Context: an optimization exercise on an open-source flow, tuned for small area, a short achievable clock period and few clock cycles. The choices shown serve that exercise and are no tape-out recipe.
RTL that was checked went through simulation tests only; none was proved equivalent to the original.
Power and IR drop assume default switching activity.

== onyx ==
## reel_block_tx
module reel_block_tx (
  input  wire        clk,
  input  wire        rst,
  input  wire [4:0]  blk_init,
  input  wire [7:0]  seq_init,
  input  wire [39:0] in_data,
  input  wire        in_valid,
  output wire        in_ready,
  output reg  [39:0] out_data,
  output reg         out_valid,
  output reg         out_sob,
  input  wire        out_ready
);
  localparam [47:0] CLAPPER  = 48'hF3A6_0C59_D21E;
  localparam [57:0] SCR_INIT = 58'h2C5_9A37_E1D0_64BB;
  function [15:0] crc16_64(input [63:0] bits);
    integer i;
    reg [15:0] c;
    reg        b;
    begin
      c = 16'hFFFF;
      for (i = 63; i >= 0; i = i - 1) begin
        b = c[15] ^ bits[i];
        c  = {c[14:0], 1'b0} ^ (b ? 16'h1021 : 16'h0000);
      end
      crc16_64 = c;
    end
  endfunction
  function [97:0] scramble40(input [57:0] s_in);
    integer i;
    reg [57:0] s;
    reg [39:0] ks;
    reg        f;
    begin
      s = s_in;
      for (i = 39; i >= 0; i = i - 1) begin
        f     = s[57] ^ s[38];
        ks[i] = f;
        s     = {s[56:0], f};
      end
      scramble40 = {s, ks};
    end
  endfunction
  reg [8:0] word;       
  reg       w0;         
  reg       w1;         
  reg       wh;         
  reg       wd;         
  reg       wp;         
  reg       wl;         
  reg [4:0] blk;
  reg [7:0] seq;
  reg [15:0] crc;
  reg [3:0] fl;         
  reg       fb;         
  reg       zv;         
  wire [39:0] line;     
  reg        ir;        
  reg        go;        
  reg [39:0] sk_data;
  reg        sk_sob;
  reg        sk_v;
  assign in_ready = ir;
  wire step  = go & (~wd | in_valid);       
  wire ofree = ~out_valid | out_ready;      
  wire fb_n  = rst | (fb & (fl != 4'd0));
  wire skv_n = ~rst & ~ofree & (sk_v | step);
  wire wd_n  = ~rst & (step ? (w1 | (wd & (word != 9'd423))) : wd);
  wire go_n  = ~fb_n & ~skv_n;
  always @(posedge clk) begin
    go   <= go_n;
    ir   <= go_n & wd_n;
    sk_v <= skv_n;
    if (~sk_v) begin
      sk_data <= line;
      sk_sob  <= w0;
    end
    if (rst)
  ...
export LEC_CHECK = 0
export CAP_MARGIN = 5
export CORE_MARGIN = 2
export CORE_UTILIZATION = 50
export CTS_CLUSTER_DIAMETER = 120
export CTS_CLUSTER_SIZE = 16
export SETUP_SLACK_MARGIN = 4.7
export SLEW_MARGIN = 5
create_clock -name core_clock -period 7.5 [get_ports {clk}]
run.sh (not shown) runs the stock make flow with config.mk's settings and CLKGATE_MAP_FILE= SYNTH_SCRIPT=/design/flow/synth_recipe.tcl, a recipe that flattens the netlist after the stock synthesis.
Testbench counts of onyx, summed over its fixed seeds: cycles 21,608.
Relative to onyx, the following input files were edited for cedar:
-- flow/config.mk --
<<< onyx, line 8
export CAP_MARGIN = 5
>>> cedar, line 8
export CAP_MARGIN = 20
<<< onyx, line 10
export CORE_UTILIZATION = 50
export CTS_CLUSTER_DIAMETER = 120
export CTS_CLUSTER_SIZE = 16
>>> cedar, line 10
export CORE_UTILIZATION = 60
export CTS_BUF_LIST = sky130_fd_sc_hd__clkbuf_8
export CTS_CLUSTER_DIAMETER = 100
export CTS_CLUSTER_SIZE = 12
<<< onyx, line 14
export SLEW_MARGIN = 5
>>> cedar, line 15
export SLEW_MARGIN = 20
--- outcome ---
cedar completed every stage of the flow, and the final layout passed the timing, design-rule and antenna checks.
Total CTS buffers ends up higher on cedar.
| largest fanout of any net on the critical path | cedar vs onyx | 9 lower |
Wire: cedar routes less than onyx
Per the comparison of cedar with onyx, final setup slack of the worst path moved down; worst-margin pin slew saw a decrease; instance area after placement shows a reduction of about 0.5%; synthesis-to-finish area growth went down by 1.2 points.
Re floorplan die area: onyx was higher than cedar.
Input-level comparison between garnet and cedar:
-- flow/config.mk --
<<< cedar, line 10
export CORE_UTILIZATION = 60
export CTS_BUF_LIST = sky130_fd_sc_hd__clkbuf_8
export CTS_CLUSTER_DIAMETER = 100
export CTS_CLUSTER_SIZE = 12
>>> garnet, line 10
export CORE_UTILIZATION = 55
export CTS_CLUSTER_DIAMETER = 120
export CTS_CLUSTER_SIZE = 16
export PLACE_DENSITY = 0.72
Results
Summary — hold-critical path depth, garnet relative to cedar: higher, by 1. cedar reports its top metal layer carrying routed signals as met4 while garnet reports met5. Diff garnet..cedar | area used by sequential logic in the layout | negligible. garnet vs cedar: die area up by a little under 10%. Share of total power in combinational logic: garnet vs cedar down 1.7 points. garnet against cedar: overall power rose by about 3.5%, die span in x rose by about 4.4%. Layout-stage area growth over the synthesis result, garnet and cedar, lower one = cedar. Against cedar, garnet comes in 1 lower on total iterations of the first detailed-routing run.
Modified inputs, lagoon compared to garnet
-- flow/config.mk --
<<< garnet, line 10
export CORE_UTILIZATION = 55
>>> lagoon, line 10
export CORE_UTILIZATION = 45
<<< garnet, line 13
export PLACE_DENSITY = 0.72
>>> lagoon, line 13
Results
Re buffer and inverter count on the worst path: garnet was lower than lagoon. The standard cell with the maximum stage delay on the critical path comes out sky130_fd_sc_hd__xnor2_1 in one run and sky130_fd_sc_hd__xnor3_2 in the other, namely in garnet and lagoon respectively. From lagoon to garnet, post-synthesis register bit count did not move at all. The worst setup path endpoint comes out out_data[34] in one run and u_rs_b.q[454] in the other, namely in lagoon and garnet respectively. Cell count: lagoon higher than garnet. The run with more routed wire is lagoon, not garnet. garnet → lagoon: floorplan row count now larger; logic depth of the worst path, buffers included higher; switching portion of total power fell by 0.25 points.

Setup of 04-10:
Another version of the RTL of reel_block_tx (not shown whole).
Size in the first run: ~6000 cells after synthesis, roughly 100 I/O pins, ~76000 µm² of cells after synthesis.
==> flow/design.v (excerpt) <==
module reel_block_tx (
  input  wire        clk,
  input  wire        rst,
  input  wire [4:0]  blk_init,
  input  wire [7:0]  seq_init,
  input  wire [39:0] in_data,
  input  wire        in_valid,
  output wire        in_ready,
  output reg  [39:0] out_data,
  output reg         out_valid,
  output reg         out_sob,
  input  wire        out_ready
);
==> flow/config.mk <==
export PLATFORM = sky130hd
export DESIGN_NAME = reel_block_tx
export DESIGN_NICKNAME = reel_block_tx
export VERILOG_FILES = /design/flow/design.v
export SDC_FILE = /design/flow/constraint.sdc
export NUM_CORES = 4
export LEC_CHECK = 0
export CAP_MARGIN = 20
export CORE_MARGIN = 2
export CORE_UTILIZATION = 55
export SLEW_MARGIN = 20
==> flow/constraint.sdc <==
create_clock -name core_clock -period 7.5 [get_ports {clk}]
set_input_delay 1.5000 -clock core_clock [delete_from_list [all_inputs] [get_ports {clk}]]
set_output_delay 1.5000 -clock core_clock [all_outputs]
set_load 0.01 [all_outputs]
#### Input delta (06-09 over 04-10)
# 04-10
export LEC_CHECK = 0
export CAP_MARGIN = 20
export CORE_MARGIN = 2
export CORE_UTILIZATION = 55
export SLEW_MARGIN = 20
create_clock -name core_clock -period 7.5 [get_ports {clk}]
# 06-09
export LEC_CHECK = 0
export ABC_CLOCK_PERIOD_IN_PS = 2900
export CAP_MARGIN = 20
export CORE_MARGIN = 2
export CORE_UTILIZATION = 55
export SETUP_SLACK_MARGIN = 4.6
export SLEW_MARGIN = 20
create_clock -name core_clock -period 7.5 [get_ports {clk}]
==> run summary <==
Re count of flip-flops with a built-in enable after synthesis: no difference whatsoever between 04-10 and 06-09. 06-09 did not finish; the tool stopped in 5_1_grt with error GRT-0232. On number of distinct standard cells referenced by the synthesized netlist, 06-09 tracks 04-10 almost exactly. Changes observed in 06-09 relative to 04-10: TritonCTS buffer count stayed essentially flat, number of input and output port buffers inserted closely matched the old numbers, number of setup buffers added after CTS saw an increase, post-synthesis mux area share barely changed, total of cells resized after clock tree synthesis went up.
No run of this note included a check of the RTL's function; only the layout flow was run.

## run A
reel_block_tx with an RTL version that a note above also has.
Size: ~1200 flip-flops, ~100 I/O pins, ~72000 sq um of cells after synthesis.
Settings: LEC_CHECK=0, CAP_MARGIN=20, CORE_MARGIN=2, CORE_UTILIZATION=55, SETUP_SLACK_MARGIN=4.6, SLEW_MARGIN=20; clock period 7.5 ns.
Run A: PASS, flow complete, no timing, DRC or antenna violations
Testbench counts of run A, summed over its fixed seeds: cycles 21,608.
Setup changes, run A to run B
Settings: putting CTS_CLUSTER_SIZE at 16 where nothing was set; swapping 20 for 5 in CAP_MARGIN; swapping 4.6 for 4.7 in SETUP_SLACK_MARGIN; putting CTS_CLUSTER_DIAMETER at 120 where nothing was set; swapping 20 for 5 in SLEW_MARGIN.
Findings:
- Comparing run B and run A, the lower fraction of area in multi-input gates is on run A.
- Run A → run B: number of ordinary and repair buffers in the finished layout +56, via count ~0 delta.
- The run showing the smaller total power is run B.
- Post-DP HPWL (lower): run A
- Run B vs run A: setup slack up
- In the final reports, the cell area of run B is smaller than that of run A.
- Compared with run A, run B shows a cell count that is 0.97% lower.
- The flip-flop and latch share of the layout cell area reported for run B is greater than that of run A by 0.25 points.
What run C does differently from run B at the input level:
Settings: a change of SLEW_MARGIN from 5 to 20; a change of CAP_MARGIN from 5 to 20.
[summary]
Run C: done, clean on timing, DRC and antenna. The met2 wirelength from detailed routing on run B is in line with that on run C. Run B and run C ended up with roughly the same sequential fraction of design power. Comparing run B with run C, the fraction of area in multi-input gates came out essentially unchanged. Global-route usage: higher on run B. Arrival time reported for the critical path endpoint: run C > run B. The power was comparable across run C and run B.
Input-level comparison between run D and run C:
Settings: CORE_UTILIZATION: 55 -> 50.
Looking at origin of the worst setup path, the u_rs_b.vr[5] result is from run D; the u_rs_b.vr[11] one comes from run C.
Run C has a lower share of power burned in the clock network than run D.
Run D vs run C: non-clock buffer count down in run D
More vias were needed by run C than by run D.
~same design area in run D and run C
Global routing usage on met3, run D and run C, lower one = run D.
Going from run C to run D, fmax picked up an extra 0.52%; power ~0 delta; combinational power share decreased by 0.2 points relative to the old numbers; final wirelength up 2.4 mm; data arrival time of the critical path decreased by 0.02 ns relative to the old numbers.
> inputs changed (run D -> run E)
Settings: SETUP_SLACK_MARGIN: 4.7 -> 4.65; CORE_UTILIZATION: 50 -> 58.
--- outcome ---
Clock power share in run E is 0.2 points below run D.
Row hold slack: run E higher / run D lower
A highest routed metal layer of met4 is what run E shows, while met5 belongs to run D.
Run D → run E: fmax down about 3.2%, total net switching power went down by about 1.2%.
Run E did not stop at any stage, and its layout met the timing, design-rule and antenna checks.

[re-timing with driven ports]
In the flow no input, the clock included, has a driving cell. The finished layouts below were timed again as built, in two steps. Step 1, drivers: a clkbuf_16 drives clk and a buf_2 each remaining input, both assumed. Step 2 adds t to the input delays and takes it off the output delays; t is the mean of the earliest and latest rising clock arrival at the registers after step 1. Input paths then give back, and output paths get back, about the clock's delay inside the block. Three values: no drivers, after step 1, after step 2; two values: the first two.
run | shift t [ns] | setup slack, ns | worst setup path after step 2
onyx | 0.808 | 4.549 / 4.549 / 3.931 | input to register
cedar | 0.960 | 4.490 / 4.407 / 3.793 | input to register
garnet | 0.819 | 4.485 / 4.485 / 3.910 | input to register
lagoon | 0.817 | 4.566 / 4.491 / 3.980 | input to register
04-10 | 0.862 | 1.581 / 1.581 / 1.581 | register to register
run A | 0.854 | 4.468 / 4.468 / 3.737 | input to register
run B | 0.816 | 4.599 / 4.534 / 3.899 | input to register
run C | 0.809 | 4.557 / 4.531 / 3.926 | input to register
run D | 0.829 | 4.572 / 4.540 / 3.904 | input to register
run E | 0.813 | 4.475 / 4.475 / 3.839 | input to register
After both steps every run listed still meets setup and hold. The setup slack of run A, which loses most, moves by 0.000 ns with the drivers and by -0.731 ns with both steps.
